This design comes from an exercise in tuning for small area, a short achievable clock period and few clock cycles per item on the open sky130 flow, not from production work.
In this exercise RTL edits were held to simulation tests only and were not proved equivalent to the original.

==> flow/design.v (excerpt) <==
module st4_temporal (
    input  wire        clk,
    input  wire        rst,
    input  wire        in_valid,
    output wire        in_ready,
    input  wire [19:0] in_c,         
    input  wire [23:0] in_hist,      
    input  wire [7:0]  in_tau,       
    input  wire        in_pad,       
    input  wire        in_restart,   
    input  wire        in_tnr,       
    input  wire        in_rtc,       
    input  wire        in_gap_k0,    
    input  wire [8:0]  in_amin,      
    input  wire [15:0] in_tlo,       
    input  wire [15:0] in_thi,       
    input  wire [11:0] in_kmax,      
    input  wire [17:0] in_rate,      
    output reg         out_valid,
    output reg  [19:0] out_z,        
    output reg  [23:0] out_hist,     
    output reg         out_sat,      
    output reg         out_clamp     
);
    assign in_ready = 1'b1;
    reg        r0_valid;
    reg [19:0] r0_c;
    reg [19:0] r0_h;         
    reg [3:0]  r0_age;       
    reg [7:0]  r0_tau;
    reg        r0_pad, r0_tnr, r0_kon;
    reg [8:0]  r0_amin;
    reg [15:0] r0_tlo, r0_thi;
    reg [11:0] r0_kmax;
    reg [17:0] r0_rate;
    always @(posedge clk) begin
        if (rst) r0_valid <= 1'b0;
        else     r0_valid <= in_valid;
        r0_c    <= in_c;
        r0_h    <= in_restart ? 20'd0 : in_hist[23:4];
        r0_age  <= in_restart ? 4'd0 : in_hist[3:0];
        r0_tau  <= in_tau;
        r0_pad  <= in_pad;
        r0_tnr  <= in_tnr;
        r0_kon  <= in_rtc & ~in_gap_k0;
        r0_amin <= in_amin;
        r0_tlo  <= in_tlo;
        r0_thi  <= in_thi;
        r0_kmax <= in_kmax;
        r0_rate <= in_rate;
    end
    wire        s1_a0   = (r0_age == 4'd0);
    wire s1ad_0 = r0_c[0] & ~r0_h[0];
    wire s1ad_1 = r0_c[0] ^ ~r0_h[0];
    wire s1ad_2 = r0_c[1] & ~r0_h[1];
    wire s1ad_3 = r0_c[1] ^ ~r0_h[1];
    wire s1ad_4 = r0_c[2] & ~r0_h[2];
    wire s1ad_5 = r0_c[2] ^ ~r0_h[2];
    wire s1ad_6 = r0_c[3] & ~r0_h[3];
    wire s1ad_7 = r0_c[3] ^ ~r0_h[3];
  ...
Settings: LEC_CHECK=0, ABC_AREA=1, CAP_MARGIN=30, CORE_MARGIN=2, CORE_UTILIZATION=55, CTS_CLUSTER_DIAMETER=200, CTS_CLUSTER_SIZE=30, SLEW_MARGIN=55; clock period 38.0 ns.
run.sh (not shown) runs the stock make flow with config.mk's settings and CLKGATE_MAP_FILE= SYNTH_SCRIPT=/design/flow/synth_recipe.tcl, a recipe that flattens the netlist after the stock synthesis.
The first run went through all stages and came out clean.
Testbench counts at the start, summed over its fixed seeds: cycles 32,064, items 32,000.
Then changed:
--- a/flow/config.mk
+++ b/flow/config.mk
@@ -10,5 +10,5 @@
 export CORE_MARGIN = 2
 export CORE_UTILIZATION = 55
-export CTS_CLUSTER_DIAMETER = 200
-export CTS_CLUSTER_SIZE = 30
+export CTS_CLUSTER_DIAMETER = 160
+export CTS_CLUSTER_SIZE = 20
 export SLEW_MARGIN = 55
Maximum frequency goes up by 0.59%.
Non-clock buffer count goes up by 1.
Then changed:
--- a/flow/config.mk
+++ b/flow/config.mk
@@ -10,5 +10,4 @@
 export CORE_MARGIN = 2
 export CORE_UTILIZATION = 55
-export CTS_CLUSTER_DIAMETER = 160
-export CTS_CLUSTER_SIZE = 20
+export CTS_BUF_LIST = sky130_fd_sc_hd__clkbuf_8
 export SLEW_MARGIN = 55
Effect: The new run finished clean. Global-route usage climbs by 0.33 points. Maximum frequency fell by 1.8%. Wire length went up by 0.94%.
Then changed:
--- a/flow/config.mk
+++ b/flow/config.mk
@@ -10,4 +10,3 @@
 export CORE_MARGIN = 2
 export CORE_UTILIZATION = 55
-export CTS_BUF_LIST = sky130_fd_sc_hd__clkbuf_8
-export SLEW_MARGIN = 55
+export SLEW_MARGIN = 45
After rerunning:
- The new run produced a clean layout
- design area rose by 0.43%
- clock-buffer cell count fell by 46
- area after synthesis is unchanged
- die area does not change
- setup slack is better by 0.098 ns
- maximum frequency rose by 1.1%
- critical path depth stays the same
- register-to-register slack is worse by 0.49 ns

-- afterwards: timing with drivers on the ports --
How much do the figures lean on ideal ports? The routed layouts below were timed once more, with nothing changed but the port constraints. Step 1, drivers: a clkbuf_16 drives clk and a buf_2 each remaining input, both assumed. Step 2 moves the port delays by t, midway between the first and last clock arrival at a register: inputs arrive t later, outputs are due t later. That takes back most of the time a late clock gives input paths. Slacks: ideal / step 1 / step 2; pairs: ideal / step 1.
run | t, ns | setup slack, ns | hold WS [ns] | worst setup path at the end | cell pins on the clock port's net
the first run | 0.698 | 28.887 / 28.818 / 28.769 | 0.309 / 0.309 / 0.309 | input to register | 1
the second run | 0.663 | 28.940 / 28.873 / 28.769 | 0.304 / 0.304 / 0.304 | input to register | 1
the third run | 0.817 | 28.772 / 28.705 / 28.762 | 0.303 / 0.303 / 0.303 | input to register | 1
the fourth run | 0.730 | 28.870 / 28.798 / 28.747 | 0.301 / 0.301 / 0.301 | input to register | 1
After both steps every run listed still meets setup and hold. The setup slack of the second run, which loses most, moves by -0.067 ns with the drivers and by -0.171 ns with both steps.
